This design comes from an exercise in tuning for small area, a short achievable clock period and few clock cycles on the open sky130 flow, not from production work.

==> job 3252: inputs <==
==> flow/design.v <==
module hist_peak_placer (
    input  wire         clk,
    input  wire         rst,           
    input  wire         clear,         
    input  wire         upd_valid,     
    input  wire [10:0]  upd_bin,
    input  wire [17:0]  upd_count,
    input  wire         place_start,
    input  wire         bin_w,         
    input  wire [1:0]   fine,          
    input  wire [1:0]   tricks_m1,     
    input  wire [7:0]   place_min,
    input  wire [7:0]   ratio,
    input  wire [5:0]   shift,         
    input  wire [17:0]  total_open,
    input  wire [11:0]  gb,
    output wire [87:0]  cand_b,
    output wire [143:0] cand_cm,
    output wire [143:0] cand_c0,
    output wire [143:0] cand_cp,
    output reg          place_done,
    output reg  [2:0]   trick_cnt,
    output wire [87:0]  trick_t0       
);
    integer i;
    genvar  gi;
    function automatic lt32(input [31:0] a, input [31:0] b);
        reg [31:0] l, e;
        integer k, n;
        begin
            l = ~a & b;
            e = ~(a ^ b);
            for (n = 16; n >= 1; n = n / 2)
                for (k = 0; k < n; k = k + 1) begin
                    l[k] = l[2*k+1] | (e[2*k+1] & l[2*k]);
                    e[k] = e[2*k+1] & e[2*k];
                end
            lt32 = l[0];
        end
    endfunction
    reg [10:0] b_r  [0:7];
    reg [17:0] cm_r [0:7];
    reg [17:0] c0_r [0:7];
    reg [17:0] cp_r [0:7];
    reg [7:0]  vld_r;               
    reg        p_clr, p_upd, p_m2;
    reg [10:0] p_x;                 
    reg [17:0] p_c;                 
    reg [7:0]  p_eq, p_lo, p_hi, p_le, p_min;
    wire       p_any_eq = |p_eq;
    wire       p_any_lo = |p_lo;
    wire       p_any_hi = |p_hi;
    wire       p_lole   = |(p_lo & p_le);
    wire       p_hile   = |(p_hi & p_le);
    wire       full_r   = vld_r[7];
    wire [7:0] free_r   = {vld_r[6:0], 1'b1} & ~vld_r;
    wire r1   = p_upd & p_any_eq;
    wire r2lo = p_upd & ~p_any_eq & p_lole;
    wire r2hi = p_upd & ~p_any_eq & ~p_lole & p_hile;
    wire r3   = p_upd & ~p_any_eq & ~p_lole & ~p_hile;
    wire r3lo = r3 & p_any_lo;
    wire r3hi = r3 & ~p_any_lo & p_any_hi;
    wire rest = r3 & ~p_any_lo & ~p_any_hi & ~p_m2;
    wire r5   = rest & ~full_r;
    wire r6   = rest & full_r & ~|(p_min & p_le);    
    wire [17:0] dat_cm = r2hi ? p_c : 18'd0;
    wire [17:0] dat_cp = r2lo ? p_c : 18'd0;
    reg [10:0] e_b  [0:7];
    reg [17:0] e_cm [0:7];
    reg [17:0] e_c0 [0:7];
    reg [17:0] e_cp [0:7];
    reg [7:0]  e_vld;
    reg        mv;
    always @* begin
        for (i = 0; i < 8; i = i + 1) begin
            mv = (r3lo && p_lo[i]) || (r3hi && p_hi[i]) || (r5 && free_r[i]) || (r6 && p_min[i]);
            e_b[i]  = (p_clr || mv) ? p_x : b_r[i];
            e_c0[i] = (p_clr || mv || (r1 && p_eq[i])) ? p_c : c0_r[i];
            e_cm[i] = (p_clr || mv || (r2hi && p_hi[i])) ?
                      ((r3lo && p_lo[i]) ? c0_r[i] : dat_cm) : cm_r[i];
            e_cp[i] = (p_clr || mv || (r2lo && p_lo[i])) ?
                      ((r3hi && p_hi[i]) ? c0_r[i] : dat_cp) : cp_r[i];
        end
        e_vld = p_clr ? 8'd0 : r5 ? (vld_r | free_r) : vld_r;
    end
    always @(posedge clk) begin
        for (i = 0; i < 8; i = i + 1) begin
            b_r[i]  <= e_b[i];
            c0_r[i] <= e_c0[i];
            cm_r[i] <= e_cm[i];
            cp_r[i] <= e_cp[i];
        end
        vld_r <= e_vld;
    end
    generate
        for (gi = 0; gi < 8; gi = gi + 1) begin : g_out
            assign cand_b [gi*11 +: 11] = e_b[gi];
            assign cand_cm[gi*18 +: 18] = e_cm[gi];
            assign cand_c0[gi*18 +: 18] = e_c0[gi];
            assign cand_cp[gi*18 +: 18] = e_cp[gi];
        end
    endgenerate
    reg        running;             
    reg [7:0]  pending;             
    reg [28:0] t1_k [0:3];
    reg [7:0]  t1_oh [0:3];
    reg        t1_v [0:3];
    reg [28:0] t2_k [0:1];
    reg [7:0]  t2_oh [0:1];
    reg        t2_v [0:1];
    reg [28:0] tr_k;
    reg [7:0]  tr_oh;
    reg        tr_v;
    reg        pk;
    always @* begin
        for (i = 0; i < 4; i = i + 1) begin
            pk = !(running ? pending[2*i] : 1'b1) ||
                 ((running ? pending[2*i+1] : 1'b1) &&
                  (lt32({3'd0, e_c0[2*i+1], ~e_b[2*i+1]}, {3'd0, e_c0[2*i], ~e_b[2*i]}) ^ running));
            t1_k[i]  = pk ? {e_c0[2*i+1], ~e_b[2*i+1]} : {e_c0[2*i], ~e_b[2*i]};
            t1_oh[i] = pk ? (8'd2 << (2*i)) : (8'd1 << (2*i));
            t1_v[i]  = running ? (pending[2*i] | pending[2*i+1]) : 1'b1;
        end
        for (i = 0; i < 2; i = i + 1) begin
            pk = !t1_v[2*i] || (t1_v[2*i+1] && (lt32({3'd0, t1_k[2*i+1]}, {3'd0, t1_k[2*i]}) ^ running));
            t2_k[i]  = pk ? t1_k[2*i+1]  : t1_k[2*i];
            t2_oh[i] = pk ? t1_oh[2*i+1] : t1_oh[2*i];
            t2_v[i]  = t1_v[2*i] | t1_v[2*i+1];
        end
        pk    = !t2_v[0] || (t2_v[1] && (lt32({3'd0, t2_k[1]}, {3'd0, t2_k[0]}) ^ running));
        tr_k  = pk ? t2_k[1]  : t2_k[0];
        tr_oh = pk ? t2_oh[1] : t2_oh[0];
        tr_v  = t2_v[0] | t2_v[1];
    end
    wire [17:0] tr_c0 = tr_k[28:11];
    wire [10:0] tr_b  = ~tr_k[10:0];
    wire        clr = rst | clear;
    wire [10:0] x   = upd_bin;
    wire [17:0] c   = upd_count;
    wire [8:0]  xhm1 = {1'b0, x[10:3]} - 9'd1;
    wire [8:0]  xhp1 = {1'b0, x[10:3]} + 9'd1;
    reg [7:0]  hit_eq, hit_lo, hit_hi, hit_m2, le;
    reg        eh0, ehp, ehm;
    reg [4:0]  dl;
    always @* begin
        for (i = 0; i < 8; i = i + 1) begin
            eh0 = (x[10:3] == e_b[i][10:3]);
            ehp = (xhm1 == {1'b0, e_b[i][10:3]});       
            ehm = (xhp1 == {1'b0, e_b[i][10:3]});       
            dl  = {2'b0, x[2:0]} - {2'b0, e_b[i][2:0]};
            hit_eq[i] = e_vld[i] && eh0 && (dl == 5'd0);
            hit_lo[i] = e_vld[i] && ((eh0 && dl == 5'd1) || (ehp && dl == 5'h19));           
            hit_hi[i] = e_vld[i] && ((eh0 && dl == 5'h1f) || (ehm && dl == 5'd7));           
            hit_m2[i] = e_vld[i] && ((eh0 && (dl == 5'd2 || dl == 5'h1e)) ||
                                     (ehp && dl == 5'h1a) || (ehm && dl == 5'd6));
            le[i]     = !lt32({14'd0, e_c0[i]}, {14'd0, c});
        end
    end
    always @(posedge clk) begin
        p_clr <= clr;
        p_upd <= upd_valid & ~clr;
        p_x   <= clr ? 11'd0 : x;
        p_c   <= clr ? 18'd0 : c;
        p_eq  <= hit_eq;
        p_lo  <= hit_lo;
        p_hi  <= hit_hi;
        p_m2  <= |hit_m2;
        p_le  <= le;
        p_min <= tr_oh;
    end
    localparam S_SEL0 = 2'd0, S_COMMIT = 2'd1, S_DIV = 2'd2, S_T0 = 2'd3;
    reg [1:0]  state;
    reg        fin;                 
    reg        nxt_end;             
    reg [1:0]  dcnt;
    reg [2:0]  placed;
    reg [16:0] t0_r [0:3];          
    reg [16:0] t0c;
    reg        qualc;
    reg        s_binw;
    reg [1:0]  s_fine, s_tm1;
    reg [7:0]  s_pm, s_ratio;
    reg [5:0]  s_shift;
    reg [17:0] s_to;
    reg [11:0] s_gb;
    reg [7:0]  sel_oh;
    reg [17:0] sel_c0;
    reg [10:0] sel_b;
    reg [19:0] div_s;               
    reg [19:0] div_r;               
    reg        div_n;               
    reg [7:0]  div_q;
    reg [29:0] mul_m;               
    reg [25:0] mul_p;               
    reg [1:0]  pcnt;
    reg        pdone;
    generate
        for (gi = 0; gi < 4; gi = gi + 1) begin : g_t0
            assign trick_t0[gi*22 +: 22] = {3'd0, t0_r[gi], 2'd0};
        end
    endgenerate
    reg [17:0] op_cm, op_cp;
    always @* begin
        op_cm = 18'd0;
        op_cp = 18'd0;
        for (i = 0; i < 8; i = i + 1) begin
            op_cm = op_cm | (cm_r[i] & {18{sel_oh[i]}});
            op_cp = op_cp | (cp_r[i] & {18{sel_oh[i]}});
        end
    end
    wire [19:0] op_s = op_cm + sel_c0 + op_cp;
    wire [19:0] op_a = {op_cp, 1'b0} + sel_c0;
    reg [20:0] dv_t;
    reg [19:0] dv_r;
    reg [1:0]  dv_q;
    always @* begin
        dv_t = {div_r, div_n};
        dv_q[1] = (dv_t >= {1'b0, div_s});
        if (dv_q[1]) dv_t = dv_t - {1'b0, div_s};
        dv_r = dv_t[19:0];
        dv_t = {dv_r, 1'b0};
        dv_q[0] = (dv_t >= {1'b0, div_s});
        if (dv_q[0]) dv_t = dv_t - {1'b0, div_s};
        dv_r = dv_t[19:0];
    end
    wire [8:0]  qr    = {1'b0, div_q} + 9'd1;                
    wire [6:0]  rr    = (qr[8:1] < 8'd32) ? 7'd0 :
                        (qr[8:1] > 8'd96) ? 7'd64 : (qr[7:1] - 7'd32);   
    wire [17:0] c64   = {1'b0, sel_b, 6'd0} + {11'd0, rr};   
    wire [19:0] ce    = s_binw ? {c64, 2'd0} : {1'b0, c64, 1'b0};
    wire [19:0] ce_fl = (s_fine == 2'd0) ? {ce[19:2], 2'd0} :
                        (s_fine == 2'd1) ? {ce[19:3], 3'd0} : {ce[19:4], 4'd0};
    wire [6:0]  kk    = {s_shift[5], s_shift} - 7'd32;       
    wire [20:0] koff  = (s_fine == 2'd0) ? {{12{kk[6]}}, kk, 2'd0} :
                        (s_fine == 2'd1) ? {{11{kk[6]}}, kk, 3'd0} :
                                           {{10{kk[6]}}, kk, 4'd0};
    wire [20:0] tt    = {1'b0, ce_fl} + koff;                 
    wire [19:0] tmax  = (s_binw ? 20'd524288 : 20'd262144) -
                        ((s_fine == 2'd0) ? 20'd256 : (s_fine == 2'd1) ? 20'd512 : 20'd1024);
    wire [19:0] t0n   = tt[20] ? 20'd0 : (tt[19:0] > tmax) ? tmax : tt[19:0];
    wire        qual_m = ({mul_m, 4'd0} >= {8'd0, mul_p});   
    reg ovl;
    reg [18:0] dd;
    always @* begin
        ovl = 1'b0;
        for (i = 0; i < 4; i = i + 1) begin
            dd = {2'd0, t0c} - {2'd0, t0_r[i]};    
            if (i < placed) begin
                if (!dd[18]) begin
                    if ((s_fine == 2'd0) ? (dd[18:6] == 13'd0) :
                        (s_fine == 2'd1) ? (dd[18:7] == 12'd0) : (dd[18:8] == 11'd0))
                        ovl = 1'b1;
                end else begin
                    if ((s_fine == 2'd0) ? (&dd[18:6] && dd[5:0] != 6'd0) :
                        (s_fine == 2'd1) ? (&dd[18:7] && dd[6:0] != 7'd0) :
                                           (&dd[18:8] && dd[7:0] != 8'd0))
                        ovl = 1'b1;
                end
            end
        end
    end
    wire [2:0]  placed1 = placed + {2'd0, ~ovl};
    wire [2:0]  ntr     = {1'b0, s_tm1} + 3'd1;
    wire        fin_end = fin && (!qualc || placed1 == ntr);
    wire        sel_end = !tr_v || lt32({14'd0, tr_c0}, {24'd0, s_pm});
    reg [2:0]  gb3;
    reg [1:0]  ra2;
    always @* begin
        case (dcnt)
            2'd0: gb3 = s_gb[11:9];
            2'd1: gb3 = s_gb[8:6];
            2'd2: gb3 = s_gb[5:3];
            default: gb3 = s_gb[2:0];
        endcase
        case (pcnt)
            2'd0: ra2 = s_ratio[7:6];
            2'd1: ra2 = s_ratio[5:4];
            2'd2: ra2 = s_ratio[3:2];
            default: ra2 = s_ratio[1:0];
        endcase
    end
    wire [20:0] pp_m = ({3'd0, sel_c0} & {21{gb3[0]}}) + ({2'd0, sel_c0, 1'b0} & {21{gb3[1]}}) +
                       ({1'd0, sel_c0, 2'b0} & {21{gb3[2]}});
    wire [19:0] pp_p = ({2'd0, s_to} & {20{ra2[0]}}) + ({1'd0, s_to, 1'b0} & {20{ra2[1]}});
    always @(posedge clk) begin
        if (rst) begin
            running    <= 1'b0;
            place_done <= 1'b0;
        end else begin
            place_done <= 1'b0;
            if (!running) begin
                if (place_start) begin
                    running <= 1'b1;
                    pending <= e_vld;
                    placed  <= 3'd0;
                    for (i = 0; i < 4; i = i + 1) t0_r[i] <= 17'd0;
                    state   <= S_SEL0;
                    fin     <= 1'b0;
                    mul_p   <= 26'd0;
                    pcnt    <= 2'd0;
                    pdone   <= 1'b0;
                    s_binw  <= bin_w;
                    s_fine  <= fine;
                    s_tm1   <= tricks_m1;
                    s_pm    <= place_min;
                    s_ratio <= ratio;
                    s_shift <= shift;
                    s_to    <= total_open;
                    s_gb    <= gb;
                end
            end else begin
                if (!pdone) begin
                    mul_p <= {mul_p[23:0], 2'd0} + {6'd0, pp_p};
                    pcnt  <= pcnt + 2'd1;
                    if (pcnt == 2'd3) pdone <= 1'b1;
                end
                case (state)
                    S_SEL0, S_T0: begin
                        if (state == S_T0) begin
                            t0c   <= t0n[18:2];
                            qualc <= qual_m;
                            fin   <= 1'b1;
                        end
                        sel_oh  <= tr_oh;
                        sel_c0  <= tr_c0;
                        sel_b   <= tr_b;
                        nxt_end <= sel_end;
                        pending <= pending & ~tr_oh;
                        dcnt    <= 2'd0;
                        state   <= S_COMMIT;
                    end
                    S_COMMIT: begin
                        if (fin && qualc && !ovl) begin
                            t0_r[placed] <= t0c;
                            placed       <= placed1;
                        end
                        fin <= 1'b0;
                        if (fin_end || nxt_end) begin
                            running    <= 1'b0;
                            place_done <= 1'b1;
                            trick_cnt  <= (fin && qualc) ? placed1 : placed;
                        end
                        div_s <= op_s;
                        div_r <= op_a[19:1];
                        div_n <= op_a[0];
                        div_q <= 8'd0;
                        mul_m <= {9'd0, pp_m};
                        dcnt  <= 2'd1;
                        state <= S_DIV;
                    end
                    default: begin    
                        div_r <= dv_r;
                        div_n <= 1'b0;
                        div_q <= {div_q[5:0], dv_q};
                        if (dcnt != 2'd0)
                            mul_m <= {mul_m[26:0], 3'd0} + {9'd0, pp_m};
                        dcnt  <= dcnt + 2'd1;
                        if (dcnt == 2'd0)
                            state <= S_T0;
                    end
                endcase
            end
        end
    end
endmodule
==> flow/run.sh <==
#!/bin/bash
# synth_recipe.tcl (not shown) runs the flow's synth.tcl, then flattens the netlist and writes it again
# the make line also repeats each setting of config.mk as NAME=value (left out here)
make -C /OpenROAD-flow-scripts/flow DESIGN_CONFIG=/design/flow/config.mk WORK_HOME=/design/flow/orfs CLKGATE_MAP_FILE= SYNTH_SCRIPT=/design/flow/synth_recipe.tcl finish
==> flow/config.mk <==
export PLATFORM = sky130hd
export DESIGN_NAME = hist_peak_placer
export DESIGN_NICKNAME = hist_peak_placer
export VERILOG_FILES = /design/flow/design.v
export SDC_FILE = /design/flow/constraint.sdc
export NUM_CORES = 4
export LEC_CHECK = 0
export ABC_AREA = 1
export CAP_MARGIN = 20
export CORE_MARGIN = 2
export CORE_UTILIZATION = 40
export SLEW_MARGIN = 20
==> flow/constraint.sdc <==
create_clock -name core_clock -period 30.0 [get_ports {clk}]
set_input_delay 6.0000 -clock core_clock [delete_from_list [all_inputs] [get_ports {clk}]]
set_output_delay 6.0000 -clock core_clock [all_outputs]
set_load 0.01 [all_outputs]
==> inputs of job 5871, as changes to job 3252 <==
--- a/flow/design.v
+++ b/flow/design.v
@@ -73,2 +73,3 @@
     reg        mv;
+    reg [7:0]  kc;                  
     always @* begin
@@ -76,2 +77,3 @@
             mv = (r3lo && p_lo[i]) || (r3hi && p_hi[i]) || (r5 && free_r[i]) || (r6 && p_min[i]);
+            kc[i]   = mv || (r1 && p_eq[i]);
             e_b[i]  = (p_clr || mv) ? p_x : b_r[i];
@@ -104,2 +106,3 @@
     reg [7:0]  pending;             
+    wire [7:0] tm = running ? pending : ~kc;
     reg [28:0] t1_k [0:3];
@@ -116,8 +119,8 @@
         for (i = 0; i < 4; i = i + 1) begin
-            pk = !(running ? pending[2*i] : 1'b1) ||
-                 ((running ? pending[2*i+1] : 1'b1) &&
-                  (lt32({3'd0, e_c0[2*i+1], ~e_b[2*i+1]}, {3'd0, e_c0[2*i], ~e_b[2*i]}) ^ running));
-            t1_k[i]  = pk ? {e_c0[2*i+1], ~e_b[2*i+1]} : {e_c0[2*i], ~e_b[2*i]};
+            pk = !tm[2*i] ||
+                 (tm[2*i+1] &&
+                  (lt32({3'd0, c0_r[2*i+1], ~b_r[2*i+1]}, {3'd0, c0_r[2*i], ~b_r[2*i]}) ^ running));
+            t1_k[i]  = pk ? {c0_r[2*i+1], ~b_r[2*i+1]} : {c0_r[2*i], ~b_r[2*i]};
             t1_oh[i] = pk ? (8'd2 << (2*i)) : (8'd1 << (2*i));
-            t1_v[i]  = running ? (pending[2*i] | pending[2*i+1]) : 1'b1;
+            t1_v[i]  = tm[2*i] | tm[2*i+1];
         end
@@ -134,2 +137,3 @@
     end
+    wire [7:0] e_min = (|kc && lt32({3'd0, p_c, ~p_x}, {3'd0, tr_k})) ? kc : tr_oh;
     wire [17:0] tr_c0 = tr_k[28:11];
@@ -168,3 +172,3 @@
         p_le  <= le;
-        p_min <= tr_oh;
+        p_min <= e_min;
     end
@@ -213,2 +217,3 @@
     reg [20:0] dv_t;
+    reg [21:0] dv_d;
     reg [19:0] dv_r;
@@ -217,9 +222,9 @@
         dv_t = {div_r, div_n};
-        dv_q[1] = (dv_t >= {1'b0, div_s});
-        if (dv_q[1]) dv_t = dv_t - {1'b0, div_s};
-        dv_r = dv_t[19:0];
+        dv_d = {1'b0, dv_t} - {2'b0, div_s};
+        dv_q[1] = !dv_d[21];
+        dv_r = dv_q[1] ? dv_d[19:0] : dv_t[19:0];
         dv_t = {dv_r, 1'b0};
-        dv_q[0] = (dv_t >= {1'b0, div_s});
-        if (dv_q[0]) dv_t = dv_t - {1'b0, div_s};
-        dv_r = dv_t[19:0];
+        dv_d = {1'b0, dv_t} - {2'b0, div_s};
+        dv_q[0] = !dv_d[21];
+        dv_r = dv_q[0] ? dv_d[19:0] : dv_t[19:0];
     end
Settings changed: ABC_AREA 1 to default.
==> qor summary <==
metric                                                      job 3252          job 5871
Run status                                            finished clean    finished clean
# Taps                                                          1944              2044
Capturing element of the worst setup path          nxt_end$_DFFE_PP_  p_min[3]$_DFF_P_
Setup slack after placement                                 16370 ps          17200 ps
Site row count                                                   142               144
Routed length on met2                                      126300 um         122800 um
Later-pin clock latency in the skew report                    790 ps            800 ps
Total non-filler cell area in the finished layout          73970 um2         75060 um2
Routability cong.                                              1.029             1.052
WP depth                                                          52                54
Worst r2r path cells                                              52                54
HPWL reported at the end of detailed placement             252400 um         237800 um
Placed cell area                                           70000 um2         71450 um2
No run of this note included a check of the RTL's function; only the layout flow was run.

-- separate check: timing with driven ports --
In the flow no input, the clock included, has a driving cell. The finished layouts below were timed again as built, in two steps.
Step 1: set_driving_cell puts a clkbuf_16 on clk and a buf_2 on each other input, an assumption about the parent block.
Step 2, shift: input delay + t, output delay - t, t = (earliest + latest rising clock arrival at the registers) / 2. This alone moves slack from input paths to output paths.
Slacks: ideal / step 1 / step 2; pairs: ideal / step 1.
| run | t (ns) | setup slack, ns | slew at the worst register clock pin (ns) |
|---|---|---|---|
| job 3252 | 0.835 | 15.903 / 15.903 / 15.903 | 0.07 / 0.07 |
| job 5871 | 0.852 | 16.715 / 16.715 / 16.715 | 0.07 / 0.07 |
After both steps every run listed still meets setup and hold.
